This is an optimization exercise on Yosys and OpenROAD, whose aim is small area, a short achievable clock period and few clock cycles, not a production implementation. Function was checked by simulation only, so behaviour that the tests miss may differ from the original. Power is estimated from default activity; no workload was simulated.

$ cat flow/design.v
module plait_decoder (
    input  wire        clk,
    input  wire        rst,
    input  wire        start,
    input  wire [18:0] cfg_comp_length,
    input  wire [6:0]  cfg_line_count,
    input  wire [2:0]  cfg_code_width,
    input  wire [12:0] cfg_line_bytes,
    input  wire [31:0] cfg_block_number,
    output reg         idle,
    input  wire        in_valid,
    input  wire [7:0]  in_data,
    output reg         in_ready,
    output reg         out_valid,
    output reg  [7:0]  out_data,
    output reg         hist_rd_en,
    output reg  [12:0] hist_rd_addr,
    input  wire [7:0]  hist_rd_data,
    output reg         done,
    output wire [15:0] result
);
    localparam [2:0] C_HDR_INV = 3'd0,
                     C_HDR_MIS = 3'd1,
                     C_TOK_INV = 3'd2,
                     C_OVERRUN = 3'd3,
                     C_REF_INV = 3'd4,
                     C_TRUNC   = 3'd5,
                     C_LEN_MIS = 3'd6,
                     C_CRC_MIS = 3'd7;
    localparam [31:0] CRC_RESIDUE = 32'hB798B438;
    localparam [2:0] PH_IDLE = 3'd0,
                     PH_HDR  = 3'd1,
                     PH_HC1  = 3'd2,
                     PH_HC2  = 3'd3,
                     PH_RUN  = 3'd4,
                     PH_PRE  = 3'd5;
    localparam [3:0] P_IDLE  = 4'd0,
                     P_CTRL  = 4'd1,
                     P_DEC   = 4'd2,
                     P_EXT0  = 4'd3,
                     P_EXT1  = 4'd4,
                     P_ADD   = 4'd5,
                     P_OPCHK = 4'd6,
                     P_OP0   = 4'd7,
                     P_OP1   = 4'd8,
                     P_D     = 4'd9,
                     P_CHK   = 4'd10,
                     P_RDY   = 4'd11,
                     P_WLIT  = 4'd12,
                     P_CMP   = 4'd13,
                     P_SEL   = 4'd14;
    localparam [1:0] K_DATA = 2'd0,
                     K_END  = 2'd1,
                     K_ERR  = 2'd2;
    localparam [1:0] S_IMM  = 2'd0,
                     S_HIST = 2'd1,
                     S_F1   = 2'd2,
                     S_F2   = 2'd3;
    reg [2:0]  ph;
    reg [18:0] rcl;       
    reg [12:0] rlb;
    reg [6:0]  rlc;
    reg [2:0]  rcw;
    reg [31:0] crb;       
    reg        h_inv, h_mis, h_stored;
    reg        h_rdy;     
    reg [4:0]  hidx;      
    reg [2:0]  mcnt;      
    reg [7:0]  ib;        
    reg        acc;       
    reg        f0_v;
    reg [7:0]  f0_d;
    reg [18:0] trem;      
    reg [12:0] tpos;      
    reg        tsat;      
    reg [3:0]  ps;
    reg        p_in;      
    reg        p_rdy;     
    reg [16:0] p_n;
    reg [7:0]  op0, op1;  
    reg        dneg;
    reg        ovr;       
    reg        ltr;       
    reg        rbad;      
    reg        bz;        
    reg [1:0]  p_cls;
    reg [2:0]  p_code;
    reg        e_act;
    reg        e_in;      
    reg        e_crc;     
    reg        e_last;    
    reg [18:0] e_cnt;
    reg [7:0]  e_fill;
    reg        e_f1, e_f2;
    reg        fin;
    reg        s1_v, s1_c;
    reg [1:0]  s1_sel;
    reg [7:0]  s1_imm;
    reg        o_c;
    reg [7:0]  o_prev;
    reg        r_nz;
    reg [2:0]  r_code;
    function [31:0] crc32c_byte;
        input [31:0] c;
        input [7:0]  b;
        integer k;
        reg [31:0] x;
        begin
            x = c ^ {24'd0, b};
            for (k = 0; k < 8; k = k + 1)
                x = x[0] ? ((x >> 1) ^ 32'h82F63B78) : (x >> 1);
            crc32c_byte = x;
        end
    endfunction
    assign result = {5'd0, r_nz, r_nz, r_nz, 3'd0, r_nz, 1'b0, r_code};
    wire [2:0] kind = ib[7:5];
    wire [4:0] len  = ib[4:0];
    wire       k_match = (kind == 3'd3) || (kind == 3'd4) || (kind == 3'd5);
    wire push    = in_valid && in_ready;
    wire e_issue = e_act && (!e_in || f0_v);
    wire h_pop   = (ph == PH_HDR) && h_rdy && f0_v;
    wire pop     = f0_v && (h_rdy || p_in || (e_act && e_in));
    wire        rem_z   = (rcl == 19'd0);
    wire        rem_lt2 = (rcl[18:1] == 18'd0);
    wire [15:0] dd      = {op1, op0};
    wire        ref_bad = dneg || (dd == 16'd0) || (dd > 16'd8192)
                       || (!tsat && ({3'd0, tpos} < dd));
    wire [16:0] near_d  = {4'd0, rlb} - {{9{op0[7]}}, op0};
    wire [12:0] m_sum   = {1'b0, trem[18:7]} + (trem[0] ? rlb : 13'd0);
    wire [17:0] tsum    = {5'd0, tpos} + {1'b0, p_n};
    wire start_ok  = (ph == PH_PRE) && (rcl >= 19'd21);
    wire start_bad = (ph == PH_PRE) && (rcl < 19'd21);
    wire hc2_inv = h_inv || (h_stored && rcl != trem);
    wire hc2_go  = (ph == PH_HC2) && !hc2_inv && !h_mis;
    wire hc2_sto = hc2_go && h_stored;
    wire hc2_tok = hc2_go && !h_stored;
    wire e_free   = !e_act || (e_last && !e_in);
    wire commit   = p_rdy && ((p_cls == K_DATA) ? e_free : !e_act);
    wire c_data   = commit && (p_cls == K_DATA);
    wire c_end    = commit && (p_cls == K_END);
    wire c_err    = commit && (p_cls == K_ERR);
    wire c_lit    = c_data && (kind == 3'd2);
    wire crc_done = fin && !e_act && !s1_c && !o_c;
    reg [3:0] ps_n;
    reg [1:0] cls_n;
    reg [2:0] code_n;
    always @(*) begin
        ps_n   = ps;
        cls_n  = p_cls;
        code_n = p_code;
        if (hc2_sto) begin
            ps_n  = P_RDY;
            cls_n = K_END;
        end else if (hc2_tok) begin
            ps_n = P_CTRL;
        end else begin
            case (ps)
                P_CTRL: begin
                    if (rem_z) begin
                        cls_n  = K_ERR;
                        code_n = C_TRUNC;
                        ps_n   = P_RDY;
                    end else if (f0_v) begin
                        ps_n = P_DEC;
                    end
                end
                P_DEC: begin
                    if (kind == 3'd7 || (kind == 3'd6 && len != 5'd0)) begin
                        cls_n  = K_ERR;
                        code_n = C_TOK_INV;
                        ps_n   = P_RDY;
                    end else if (kind == 3'd6) begin
                        cls_n  = (trem != 19'd0 || !rem_z) ? K_ERR : K_END;
                        code_n = (trem != 19'd0) ? C_TRUNC : C_LEN_MIS;
                        ps_n   = P_RDY;
                    end else if (len == 5'd31) begin
                        if (rem_lt2) begin
                            cls_n  = K_ERR;
                            code_n = C_TRUNC;
                            ps_n   = P_RDY;
                        end else begin
                            ps_n = P_EXT0;
                        end
                    end else begin
                        ps_n = P_OPCHK;
                    end
                end
                P_EXT0: if (f0_v) ps_n = P_EXT1;
                P_EXT1: if (f0_v) ps_n = P_ADD;
                P_ADD:  ps_n = P_CMP;
                P_CMP:  ps_n = P_OPCHK;
                P_OPCHK: begin
                    if ((kind == 3'd2 && ltr) || (kind == 3'd4 && rem_lt2)
                        || ((kind == 3'd1 || kind == 3'd5) && rem_z)) begin
                        cls_n  = K_ERR;
                        code_n = C_TRUNC;
                        ps_n   = P_RDY;
                    end else if (kind == 3'd1 || kind == 3'd4 || kind == 3'd5) begin
                        ps_n = P_OP0;
                    end else begin
                        ps_n = P_D;
                    end
                end
                P_OP0: if (f0_v) ps_n = (kind == 3'd4) ? P_OP1 : P_D;
                P_OP1: if (f0_v) ps_n = P_D;
                P_D:   ps_n = P_CHK;
                P_CHK:  ps_n = P_SEL;
                P_SEL: begin
                    ps_n = P_RDY;
                    if (bz) begin
                        cls_n  = K_ERR;
                        code_n = C_TOK_INV;
                    end else if (ovr) begin
                        cls_n  = K_ERR;
                        code_n = C_OVERRUN;
                    end else if (rbad) begin
                        cls_n  = K_ERR;
                        code_n = C_REF_INV;
                    end else begin
                        cls_n  = K_DATA;
                    end
                end
                P_RDY: begin
                    if (c_lit)
                        ps_n = P_WLIT;
                    else if (c_data)
                        ps_n = P_CTRL;
                    else if (commit)
                        ps_n = P_IDLE;
                end
                P_WLIT: if (e_last && f0_v) ps_n = P_CTRL;
                default: ;
            endcase
        end
    end
    wire p_in_n = (ps_n == P_CTRL) || (ps_n == P_EXT0) || (ps_n == P_EXT1)
               || (ps_n == P_OP0) || (ps_n == P_OP1);
    wire e_load = c_data || c_end || hc2_sto;
    wire e_act_n = e_load || (e_act && !(e_issue && e_last));
    wire e_in_n  = e_load ? (c_end || hc2_sto || kind == 3'd2) : e_in;
    wire h_rdy_n = start_ok || (h_rdy && !(h_pop && hidx == 5'd15));
    wire fail_hdr = (ph == PH_HC2) && (hc2_inv || h_mis);
    wire ending   = start_bad || fail_hdr || (ph == PH_RUN && (c_err || crc_done));
    wire acc_n    = start_ok || (acc && !ending);
    wire f0_v_n   = !ending && (pop ? push : (f0_v || push));
    wire p_in_r_n = (ph == PH_RUN || ph == PH_HC2) && p_in_n && !c_err && !crc_done;
    wire wants_n  = h_rdy_n || p_in_r_n || (e_act_n && e_in_n);
    always @(posedge clk) begin
        if (rst) begin
            ph         <= PH_IDLE;
            idle       <= 1'b1;
            ps         <= P_IDLE;
            p_in       <= 1'b0;
            p_rdy      <= 1'b0;
            h_rdy      <= 1'b0;
            in_ready   <= 1'b0;
            acc        <= 1'b0;
            f0_v       <= 1'b0;
            mcnt       <= 3'd0;
            e_act      <= 1'b0;
            e_in       <= 1'b0;
            hist_rd_en <= 1'b0;
            fin        <= 1'b0;
            s1_v       <= 1'b0;
            s1_c       <= 1'b0;
            out_valid  <= 1'b0;
            o_c        <= 1'b0;
            done       <= 1'b0;
            r_nz       <= 1'b0;
            r_code     <= 3'd0;
        end else begin
            done <= 1'b0;
            ps       <= (ph == PH_RUN || ph == PH_HC2) ? ps_n : P_IDLE;
            p_in     <= p_in_r_n;
            p_rdy    <= (ph == PH_RUN || ph == PH_HC2) && (ps_n == P_RDY);
            p_cls    <= cls_n;
            p_code   <= code_n;
            h_rdy    <= h_rdy_n;
            e_act    <= e_act_n;
            e_in     <= e_in_n;
            acc      <= acc_n;
            in_ready <= acc_n && (!f0_v_n || wants_n);
            f0_v <= f0_v_n;
            if (!f0_v || pop)
                f0_d <= in_data;
            hist_rd_en <= e_act_n && (e_load ? (c_data && kind != 3'd2 && k_match) : hist_rd_en);
            s1_v <= e_issue && !e_crc;
            s1_c <= e_issue && e_crc;
            if (e_issue) begin
                s1_imm <= e_in ? f0_d : e_fill;
                s1_sel <= !hist_rd_en ? S_IMM : e_f1 ? S_F1 : e_f2 ? S_F2 : S_HIST;
            end
            out_valid <= s1_v;
            o_c       <= s1_c;
            if (s1_v || s1_c) begin
                o_prev <= out_data;
                case (s1_sel)
                    S_IMM:   out_data <= s1_imm;
                    S_HIST:  out_data <= hist_rd_data;
                    S_F1:    out_data <= out_data;
                    default: out_data <= o_prev;
                endcase
            end
            if (out_valid || o_c)
                crb <= crc32c_byte(crb, out_data);
            if (e_load) begin
                e_cnt        <= hc2_sto ? trem : c_end ? 19'd4 : {2'd0, p_n};
                e_last       <= hc2_sto ? (trem == 19'd1) : c_end ? 1'b0 : (p_n == 17'd1);
                e_crc        <= c_end;
                e_fill       <= (kind == 3'd1) ? op0 : 8'd0;
                hist_rd_addr <= tpos - dd[12:0];
                e_f1         <= (dd == 16'd1);
                e_f2         <= (dd == 16'd2);
            end else if (e_issue) begin
                e_cnt        <= e_cnt - 19'd1;
                e_last       <= (e_cnt == 19'd2);
                hist_rd_addr <= hist_rd_addr + 13'd1;
            end
            if (c_data) begin
                trem <= trem - {2'd0, p_n};
                tpos <= tsum[12:0];
                tsat <= tsat | (tsum[17:13] != 5'd0);
            end
            if (c_end)
                fin <= 1'b1;
            if (pop && ph == PH_RUN)
                rcl <= rcl - 19'd1;
            if (ph == PH_IDLE && start) begin
                ph    <= PH_PRE;
                idle  <= 1'b0;
                rcl   <= cfg_comp_length;
                rlc   <= cfg_line_count;
                rcw   <= cfg_code_width;
                rlb   <= cfg_line_bytes;
                crb   <= cfg_block_number;
                hidx  <= 5'd0;
                h_inv <= 1'b0;
                h_mis <= 1'b0;
            end
            if (start_bad) begin
                done   <= 1'b1;
                r_nz   <= 1'b1;
                r_code <= C_HDR_MIS;
                ph     <= PH_IDLE;
                idle   <= 1'b1;
            end
            if (start_ok)
                ph <= PH_HDR;
            if (ph == PH_HDR) begin
                if (h_pop) begin
                    hidx <= hidx + 5'd1;
                    case (hidx)
                        5'd0: h_inv <= h_inv | (f0_d != 8'hA6);
                        5'd1: h_inv <= h_inv | (f0_d != 8'hD2);
                        5'd2: h_inv <= h_inv | (f0_d != 8'h01);
                        5'd3: begin
                            h_inv    <= h_inv | (f0_d[7:1] != 7'd0);
                            h_stored <= f0_d[0];
                        end
                        5'd4: begin
                            h_mis     <= h_mis | (f0_d != rcl[7:0]);
                            rcl[7:0]  <= f0_d;
                        end
                        5'd5: begin
                            h_mis     <= h_mis | (f0_d != rcl[15:8]);
                            rcl[15:8] <= f0_d;
                        end
                        5'd6: begin
                            h_mis      <= h_mis | (f0_d != {5'd0, rcl[18:16]});
                            h_inv      <= h_inv | (f0_d[7:3] != 5'd0);
                            rcl[18:16] <= f0_d[2:0];
                        end
                        5'd7: begin
                            h_mis <= h_mis | (f0_d != 8'd0);
                            h_inv <= h_inv | (f0_d != 8'd0);
                        end
                        5'd8: begin
                            h_mis     <= h_mis | (f0_d != rlb[7:0]);
                            rlb[7:0]  <= f0_d;
                        end
                        5'd9: begin
                            h_mis     <= h_mis | (f0_d != {3'd0, rlb[12:8]});
                            h_inv     <= h_inv | (f0_d[7:5] != 3'd0);
                            rlb[12:8] <= f0_d[4:0];
                        end
                        5'd10: begin
                            h_mis <= h_mis | (f0_d != {1'b0, rlc});
                            h_inv <= h_inv | (f0_d == 8'd0) | (f0_d > 8'd64);
                            trem  <= {12'd0, f0_d[6:0]};
                            mcnt  <= 3'd7;
                        end
                        5'd11: begin
                            h_mis <= h_mis | (f0_d != {5'd0, rcw});
                            h_inv <= h_inv | !((f0_d == 8'd1) || (f0_d == 8'd2) || (f0_d == 8'd4));
                            rcw   <= f0_d[2:0];
                        end
                        5'd12: h_mis <= h_mis | (f0_d != crb[7:0]);
                        5'd13: h_mis <= h_mis | (f0_d != crb[15:8]);
                        5'd14: h_mis <= h_mis | (f0_d != crb[23:16]);
                        default: h_mis <= h_mis | (f0_d != crb[31:24]);
                    endcase
                end
                if (!h_rdy && mcnt == 3'd0)
                    ph <= PH_HC1;
            end
            if (mcnt != 3'd0) begin
                mcnt <= mcnt - 3'd1;
                trem <= {m_sum, trem[6:1]};
            end
            if (ph == PH_HC1) begin
                h_inv <= h_inv | (rcl < 19'd21) | (rcl > 19'd266240) | (rlb == 13'd0)
                       | (rlb > 13'd4096) | (rlb > {rcw, 10'd0});
                rcl   <= rcl - 19'd20;
                ph    <= PH_HC2;
            end
            if (ph == PH_HC2) begin
                crb  <= 32'hFFFFFFFF;
                tpos <= 13'd0;
                tsat <= 1'b0;
                if (hc2_inv || h_mis) begin
                    done   <= 1'b1;
                    r_nz   <= 1'b1;
                    r_code <= hc2_inv ? C_HDR_INV : C_HDR_MIS;
                    ph     <= PH_IDLE;
                    idle   <= 1'b1;
                end else begin
                    ph <= PH_RUN;
                end
            end
            if (ph == PH_RUN) begin
                case (ps)
                    P_CTRL: if (pop) ib <= f0_d;
                    P_DEC: begin
                        p_n <= {12'd0, len} + 17'd1;
                        ltr <= (rcl[18:5] == 14'd0) && ({1'b0, len} >= rcl[5:0]);
                        ovr <= (trem[18:5] == 14'd0) && ({1'b0, len} >= trem[5:0]);
                    end
                    P_EXT0: if (pop) p_n[7:0] <= f0_d;
                    P_EXT1: if (pop) p_n[16:8] <= {1'b0, f0_d};
                    P_ADD:  p_n <= p_n + 17'd32;
                    P_CMP: begin
                        ltr <= {2'd0, p_n} > rcl;
                        ovr <= {2'd0, p_n} > trem;
                    end
                    P_OPCHK: begin
                        if (kind == 3'd3)
                            {op1, op0} <= {3'd0, rlb};
                    end
                    P_CHK: begin
                        bz   <= (kind == 3'd4) && (dd == 16'd0);
                        rbad <= k_match && ref_bad;
                    end
                    P_OP0:  if (pop) op0 <= f0_d;
                    P_OP1:  if (pop) op1 <= f0_d;
                    P_D: begin
                        dneg <= 1'b0;
                        if (kind == 3'd5)
                            {dneg, op1, op0} <= near_d;
                    end
                    default: ;
                endcase
                if (c_err) begin
                    done   <= 1'b1;
                    r_nz   <= 1'b1;
                    r_code <= p_code;
                    ph     <= PH_IDLE;
                    idle   <= 1'b1;
                end
                if (crc_done) begin
                    fin    <= 1'b0;
                    done   <= 1'b1;
                    r_nz   <= (crb != CRC_RESIDUE);
                    r_code <= (crb != CRC_RESIDUE) ? C_CRC_MIS : 3'd0;
                    ph     <= PH_IDLE;
                    idle   <= 1'b1;
                end
            end
        end
    end
endmodule
$ cat flow/flow/run.sh
#!/bin/bash
set -euo pipefail
bash standard.sh synth > synth.log 2>&1
bash standard.sh SETUP_SLACK_MARGIN=5.5 finish > layout.log 2>&1
$ cat flow/standard.sh
#!/bin/bash
# synth_recipe.tcl (not shown) runs the flow's synth.tcl, then flattens the netlist and writes it again
# the make line also repeats each setting of config.mk as NAME=value (left out here)
make -C /OpenROAD-flow-scripts/flow DESIGN_CONFIG=/design/flow/config.mk WORK_HOME=/design/flow/orfs CLKGATE_MAP_FILE= SYNTH_SCRIPT=/design/flow/synth_recipe.tcl "${@:-finish}"
$ cat flow/config.mk
export PLATFORM = sky130hd
export DESIGN_NAME = plait_decoder
export DESIGN_NICKNAME = plait_decoder
export VERILOG_FILES = /design/flow/design.v
export SDC_FILE = /design/flow/constraint.sdc
export NUM_CORES = 4
export LEC_CHECK = 0
export CAP_MARGIN = 20
export CORE_MARGIN = 2
export CORE_UTILIZATION = 50
export CTS_CLUSTER_DIAMETER = 100
export CTS_CLUSTER_SIZE = 30
export SLEW_MARGIN = 20
$ cat flow/constraint.sdc
create_clock -name core_clock -period 8.5 [get_ports {clk}]
set_input_delay 1.7000 -clock core_clock [delete_from_list [all_inputs] [get_ports {clk}]]
set_output_delay 1.7000 -clock core_clock [all_outputs]
set_load 0.01 [all_outputs]
==> results.py, run 1 <==
metrics = {
    "run_status": {
        "status": "timing/DRC/antenna clean",
    },
    "logic_synthesis": {
        "synth.top_cell.area_share": 0.358,
        "syn_area_mm2": 0.0205,
        "synth_edf_count": 244,
        "synthTopCellsByArea": "edfxtp_1 36%, ha_1 7.2%, xnor2_1 6.9%",
        "yosysWarnings": 1,
        "postSynth.asyncResetShare": 0,
        "yosysMostFrequentCell": "edfxtp_1",
        "yosysTopAreaCell": "edfxtp_1",
        "yosysUniqueCellTypes": 88,
        "ys_ff_latch": 274,
        "synthTopCellsByCount": "244 x edfxtp_1, 226 x nand2_1, 201 x nor2_1",
        "synth_seq_area_share": 0.388,
        "synth_cells": 2256,
        "synth_ff_type": "edfxtp_1",
        "avgSynthCellArea_um2": 9.07,
    },
    "cts": {
        "clk_latency_ns": 0.54,
        "h-tree-depth": 1,
        "clk_pin_slew_ns": 0.11,
        "cts_hold_buffers": 0,
        "clock_sinks": 274,
        "cts_buffers": 15,
        "cts_tree": "yes",
        "root_buffer": "clkbuf_16",
        "cts.path.max_buffers": 3,
    },
    "global_routing": {
        "grt_first_pass_wirelength_mm": 106,
        "grt_overflow": 0,
        "grt_pass1_vias": 17108,
        "use_met3": 0.0490,
        "track_usage": 0.332,
        "grt_max_degree": 54,
        "grt_antenna_before_repair": 2,
        "grt_util_met1": 0.469,
        "use_met2": 0.509,
        "grt_busiest_layer": "met2",
    },
    "sta": {
        "worst_pin_slew_ns": 1.07,
        "timing.final.max_slew_violations": 0,
        "fin_worst_skew_ns": 0.0213,
        "min_period_over_period": 0.358,
        "report.final.setup_viol": 0,
        "fin_tns_setup_ns": 0,
        "clock.fmax_ghz": 0.329,
        "hold_viol": 0,
        "slew_headroom": 0.285,
        "rsz0062_at_grt": "yes",
        "setup_ws_ns": 5.46,
        "final_period_minus_worst_setup_slack_ns": 3.04,
    },
    "critical_path": {
        "r2r_slack_ns": 5.46,
        "arrival_ns": 3.30,
        "cp-end-kind": "flop",
        "crit_required_ns": 8.76,
        "critPathKind": "reg -> reg",
        "critPathMaxFanout": 5,
        "worstPathCellList": "inv_1 -> fa_2 -> nor2b_2 -> o31a_1 -> o211ai_1 -> a21oi_1 -> a2111oi_2 -> o21bai_1 -> a21oi_2 -> xnor2_1 -> o22ai_1",
        "start_kind": "flop",
        "max_stage_delay_ns": 0.56,
        "slowest_stage": "edfxtp_1",
    },
    "floorplanning": {
        "die-area_mm2": 0.0425,
        "start_util": 0.503,
        "die_height_um": 206,
        "core_mm2": 0.0406,
        "ios": 136,
        "die_x_um": 206,
        "rows": 74,
    },
    "place": {
        "dpl.hpwl_mm": 51.9,
        "pre_cts_ws_ns": 4.03,
        "place_congestion": 0.975,
        "io_buffers": 126,
    },
    "routing": {
        "vias": 18414,
        "drt_iter0_markers": 2195,
        "ant_nets": 0,
        "wl_mm": 72.7,
        "post_drt_wl_per_cell_um": 24.7,
        "drc": 0,
        "first_pass_iters": 6,
        "avgViaCountPerCell": 6.26,
    },
    "final_layout": {
        "drive_above_1_share": 0.123,
        "area_growth_pct": 17.8,
        "layout.nets": 2617,
    },
    "power_and_ir_drop": {
        "max-vdd-ir-drop_v": 0.000260,
        "power.density_mw_per_mm2": 244,
        "total_power_mw": 5.89,
        "leakage_nw": 8.95,
    },
    "flow_run": {
        "maxCapViolations": 0,
    },
    "worst_hold_path": {
        "min_path_type": "reg -> reg",
    },
}
==> metal layers <==
metal  part of all wire  vias to the layer above
li1                   -                     8499
met3              0.089                      154
met1               0.42                     8845
met2               0.44                      916
met4              0.046                        0
met5                  0                        -
==> path summary, 6_finish.rpt <==
path / end / cells after the start / startpoint
max: trem[18] / 11 / trem[8]
min: s1_v / 1 / e_crc
max reg2reg: trem[18] / 11 / trem[8]
min reg2reg: s1_v / 1 / e_crc
==> cells in the final DEF (no fill, tap or decap), types with 13 or more instances in the layout <==
cell type        instances
and3_1                  20
a211oi_1                51
o22ai_1                 18
a21o_1                  21
nor2b_1                 29
a22o_1                  14
clkbuf_16               17
nand2_1                223
o211ai_1                28
ha_1                   111
mux2i_1                 26
a22oi_1                 15
a21oi_1                145
o21ai_1                 13
xnor2_1                159
xor2_1                  65
o21ai_0                122
dfxtp_1                 17
dlygate4sd2_1           23
nand4_1                 29
and2_1                  30
buf_4                  108
o21a_1                  19
a31oi_1                 15
edfxtp_1               244
nand2b_1                28
nor2_1                 194
inv_1                   89
nor3_1                  50
clkdlybuf4s50_1         91
nand3_1                 57
nor4_1                  23
or3_1                   16
==> repair_timing <==
| action | in CTS | in global routing |
|---|---|---|
| pin swaps | 14 | 31 |
| setup buffers | 53 | 41 |
| endpoints found under the setup margin | 360 | 139 |
| gates cloned | 4 | 4 |
| gates resized for setup | 99 | 78 |
| hold endpoints to repair | 0 | 0 |
==> per-stage QoR <==
stage	std cells	area [µm²]	hold slack (ns)	util
final	2941	24100	0.462	0.593
after global routing	2940	24100	0.481	0.593
after CTS	2895	23400	0.459	0.576
after detailed placement	2813	22200	0.425	0.545
after global placement	2812	22200	0.446	0.545
after floorplan	2264	20600	0.402	-
==> cell families after synthesis <==
kind of cell               after synthesis  synth area share
AOI/OAI and AO/OA                      557             0.173
and+or+nand+nor                        799             0.194
adders and majority gates              123            0.0771
other                                    1          0.000183
xor gates and xnor gates               234             0.104
muxes                                   37            0.0188
buffers and inverters                  231            0.0460
DFF                                    274             0.388
==> power by group <==
part / switching, mW / internal [mW]
combinational: 1.57 / 1.32
sequential: 0.343 / 1.77
clock: 0.510 / 0.382
==> state kept, by name (all words and copies together), names as in the netlist, 4 cells and up <==
name and cells:
rlb 13, ps 4, trem 19, rcl 19, ib 8, p_n 17, e_cnt 19, crb 32
tpos 13, o_prev 8, f0_d 8, op1 8, e_fill 8, hist_rd_addr 13, rlc 7, op0 8
hidx 5, out_data 8, s1_imm 8
==> cell type report <==
class / count / area [µm²]
inverters: 96 / 374
well taps: 532 / 666
multi-input cells: 1762 / 12200
clock inverters: 9 / 130
clock buffers: 16 / 379
diodes: 1 / 2.50
fillers: 3579 / 16500
flip-flops and latches: 274 / 7950
repair buffers: 251 / 2390
==> worst max-delay path: cells and delay by family, from the launching register on <==
family / cells / cell delay (ns)
AO/OA/AOI/OAI: 7 / 1.45
XOR/XNOR: 1 / 0.13
adder cells (fa/ha/maj): 1 / 0.28
buffers and inverters: 1 / 0.30
flip-flops: 1 / 0.56
AND/OR/NAND/NOR: 1 / 0.05
Testbench counts, summed over its fixed seeds: cycles 893,690.
==> inputs of run 2 (changes only) <==
--- a/flow/config.mk
+++ b/flow/config.mk
@@ -8,6 +8,6 @@
 export CAP_MARGIN = 20
 export CORE_MARGIN = 2
 export CORE_UTILIZATION = 50
-export CTS_CLUSTER_DIAMETER = 100
-export CTS_CLUSTER_SIZE = 30
+export CTS_CLUSTER_DIAMETER = 80
+export CTS_CLUSTER_SIZE = 20
 export SLEW_MARGIN = 20
==> run 2 against run 1 <==
  * Critical path depth is 5 lower
  * Sequential share of layout area is 0.65 points lower
  * First-iteration DRC count is 0.14% lower
  * Largest power group unchanged
==> results.py, run 2 <==
metrics = {
    "routing": {
        "drt_iter0_markers": 2192,
        "drc": 0,
        "wl_mm": 72.8,
        "ant_nets": 0,
        "post_drt_wl_per_cell_um": 24.4,
        "first_pass_iters": 7,
        "vias": 18538,
        "avgViaCountPerCell": 6.21,
    },
    "floorplanning": {
        "die_height_um": 206,
        "core_mm2": 0.0406,
        "start_util": 0.503,
        "die-area_mm2": 0.0425,
        "die_x_um": 206,
        "rows": 74,
        "ios": 136,
    },
    "cts": {
        "cts_hold_buffers": 0,
        "clk_pin_slew_ns": 0.08,
        "h-tree-depth": 1,
        "clk_latency_ns": 0.58,
        "cts.path.max_buffers": 3,
        "cts_tree": "yes",
        "clock_sinks": 274,
        "cts_buffers": 24,
        "root_buffer": "clkbuf_16",
    },
    "power_and_ir_drop": {
        "power.density_mw_per_mm2": 252,
        "seq_power_share": 0.340,
        "total_power_mw": 6.18,
        "max-vdd-ir-drop_v": 0.000295,
        "p_int_mw": 3.68,
        "leakage_nw": 9.20,
        "p_comb_frac": 0.469,
        "p_sw_mw": 2.50,
        "switching_share": 0.405,
        "p_clk_frac": 0.191,
    },
    "logic_synthesis": {
        "yosysTopAreaCell": "edfxtp_1",
        "yosysWarnings": 1,
        "yosysUniqueCellTypes": 88,
        "synth_seq_area_share": 0.388,
        "ys_ff_latch": 274,
        "avgSynthCellArea_um2": 9.07,
        "synth.top_cell.area_share": 0.358,
        "synth_ff_type": "edfxtp_1",
        "synthTopCellsByArea": "edfxtp_1 36%, ha_1 7.2%, xnor2_1 6.9%",
        "synth_cells": 2256,
        "syn_area_mm2": 0.0205,
        "synthTopCellsByCount": "244 x edfxtp_1, 226 x nand2_1, 201 x nor2_1",
        "synth_edf_count": 244,
        "yosysMostFrequentCell": "edfxtp_1",
        "postSynth.asyncResetShare": 0,
    },
    "final_layout": {
        "multi_input_area_mm2": 0.0122,
        "final_util": 0.605,
        "layout_common_cells": "244 x edfxtp_1, 223 x nand2_1, 193 x nor2_1",
        "final_common_cell": "edfxtp_1",
        "antenna-diode-count": 0,
        "n_fill_cell": 3535,
        "stdcell_area_mm2": 0.0246,
        "layout.nets": 2650,
        "largest_reg_flops": 32,
        "final_cells": 2983,
        "drive_above_1_share": 0.137,
        "area_growth_pct": 20.2,
        "seq_area_mm2": 0.00795,
        "registers.top_by_ff_count": "crb",
    },
    "global_routing": {
        "grt_max_degree": 54,
        "track_usage": 0.332,
        "grt_util_met1": 0.467,
        "use_met2": 0.511,
        "use_met3": 0.0492,
        "grt_antenna_before_repair": 2,
        "grt_first_pass_wirelength_mm": 106,
        "grt_pass1_vias": 17299,
        "grt_overflow": 0,
        "grt_busiest_layer": "met2",
    },
    "place": {
        "placed_cells": 2813,
        "place_congestion": 0.975,
        "placed_area_mm2": 0.0222,
        "dpl.hpwl_mm": 51.9,
        "io_buffers": 126,
        "pre_cts_ws_ns": 4.03,
    },
    "critical_path": {
        "arrival_ns": 3.30,
        "critPathKind": "in -> reg",
        "cp-end-kind": "flop",
        "crit_required_ns": 8.79,
        "critPathMaxFanout": 16,
        "start_kind": "primary input",
    },
    "sta": {
        "worst_pin_slew_ns": 1.08,
        "min_period_over_period": 0.355,
        "setup_ws_ns": 5.48,
        "hold_viol": 0,
        "slew_headroom": 0.277,
        "report.final.setup_viol": 0,
        "whs_ns": 0.460,
        "fin_worst_skew_ns": 0.0433,
        "clock.fmax_ghz": 0.332,
        "fin_tns_setup_ns": 0,
        "timing.final.max_slew_violations": 0,
        "final_period_minus_worst_setup_slack_ns": 3.02,
        "rsz0062_at_grt": "yes",
    },
    "flow_run": {
        "maxCapViolations": 0,
    },
    "run_status": {
        "status": "timing/DRC/antenna clean",
    },
    "worst_hold_path": {
        "min_path_type": "reg -> reg",
    },
}
==> run 2: cell families after synthesis <==
logic type | count (synthesis) | share of synthesized area
and+or+nand+nor | 799 | 0.194
AOI/OAI and AO/OA | 557 | 0.173
DFF | 274 | 0.388
xor gates and xnor gates | 234 | 0.104
buffers and inverters | 231 | 0.0460
adders and majority gates | 123 | 0.0771
muxes | 37 | 0.0188
other | 1 | 0.000183
==> run 2: final timing paths <==
kind	slack, ns	endpoint	from	depth (start not counted)
max	5.48	crb[14]	start	6
min	0.46	s1_v	e_crc	1
max reg2reg	5.51	h_mis	hidx[4]	9
min reg2reg	0.46	s1_v	e_crc	1
==> run 2: area by class of cell <==
type                    count  area share
multi-input cells        1761       0.496
clock buffers              28      0.0259
clock inverters            16     0.00784
inverters                  96      0.0152
flip-flops and latches    274       0.323
well taps                 532      0.0271
repair buffers            276       0.105
==> run 2: power groups by stage <==
stage / Sequential (mW) / Clock (mW) / Combinational (mW)
after floorplan: 1.93 / 0 / 2.04
after global placement: 2.15 / 0 / 2.45
after detailed placement: 2.15 / 0 / 2.48
after CTS: 2.10 / 1.19 / 2.64
after global routing: 2.11 / 1.24 / 3.15
final: 2.10 / 1.18 / 2.90
==> run 2: worst max-delay path, stage by stage <==
cell	delay, ns
clkdlybuf4s50_1	0.55
nor2b_4	0.26
and2_4	0.31
nor3_2	0.12
a21oi_4	0.18
buf_12	0.17
==> run 2: timing repair <==
item                                   CTS  global route
setup buffers                           50            68
pin swaps                               15            33
endpoints found under the hold margin    0             0
resized for setup                      109            69
gates cloned                             3             5
setup endpoints to repair              358           127
==> run 2: metal layers <==
layer,part of all wire,routed length [µm]
met1,0.42,30600
met2,0.44,32200
met3,0.090,6530
met4,0.047,3430
met5,0,0

[port drivers added, routing unchanged]
In the flow no input, the clock included, has a driving cell. The finished layouts below were timed again as built, in two steps.
Step 1: set_driving_cell puts a clkbuf_16 on clk and a buf_2 on each other input, an assumption about the parent block.
Step 2 moves the port delays by t, midway between the first and last clock arrival at a register: inputs arrive t later, outputs are due t later. That takes back most of the time a late clock gives input paths.
Three values: ideal ports, drivers, drivers and shift; two values: the first two.
run | shift t [ns] | setup slack, ns | worst register clock-pin slew, ns | worst slew at a driven data input, ns
run 1 | 0.587 | 5.461 / 5.461 / 4.998 | 0.12 / 0.12 | 0.06
run 2 | 0.621 | 5.485 / 5.478 / 4.897 | 0.09 / 0.09 | 0.05
After both steps every run listed still meets setup and hold. For run 2, which loses most, drivers alone change the setup slack by -0.007 ns; drivers and shift together by -0.588 ns.
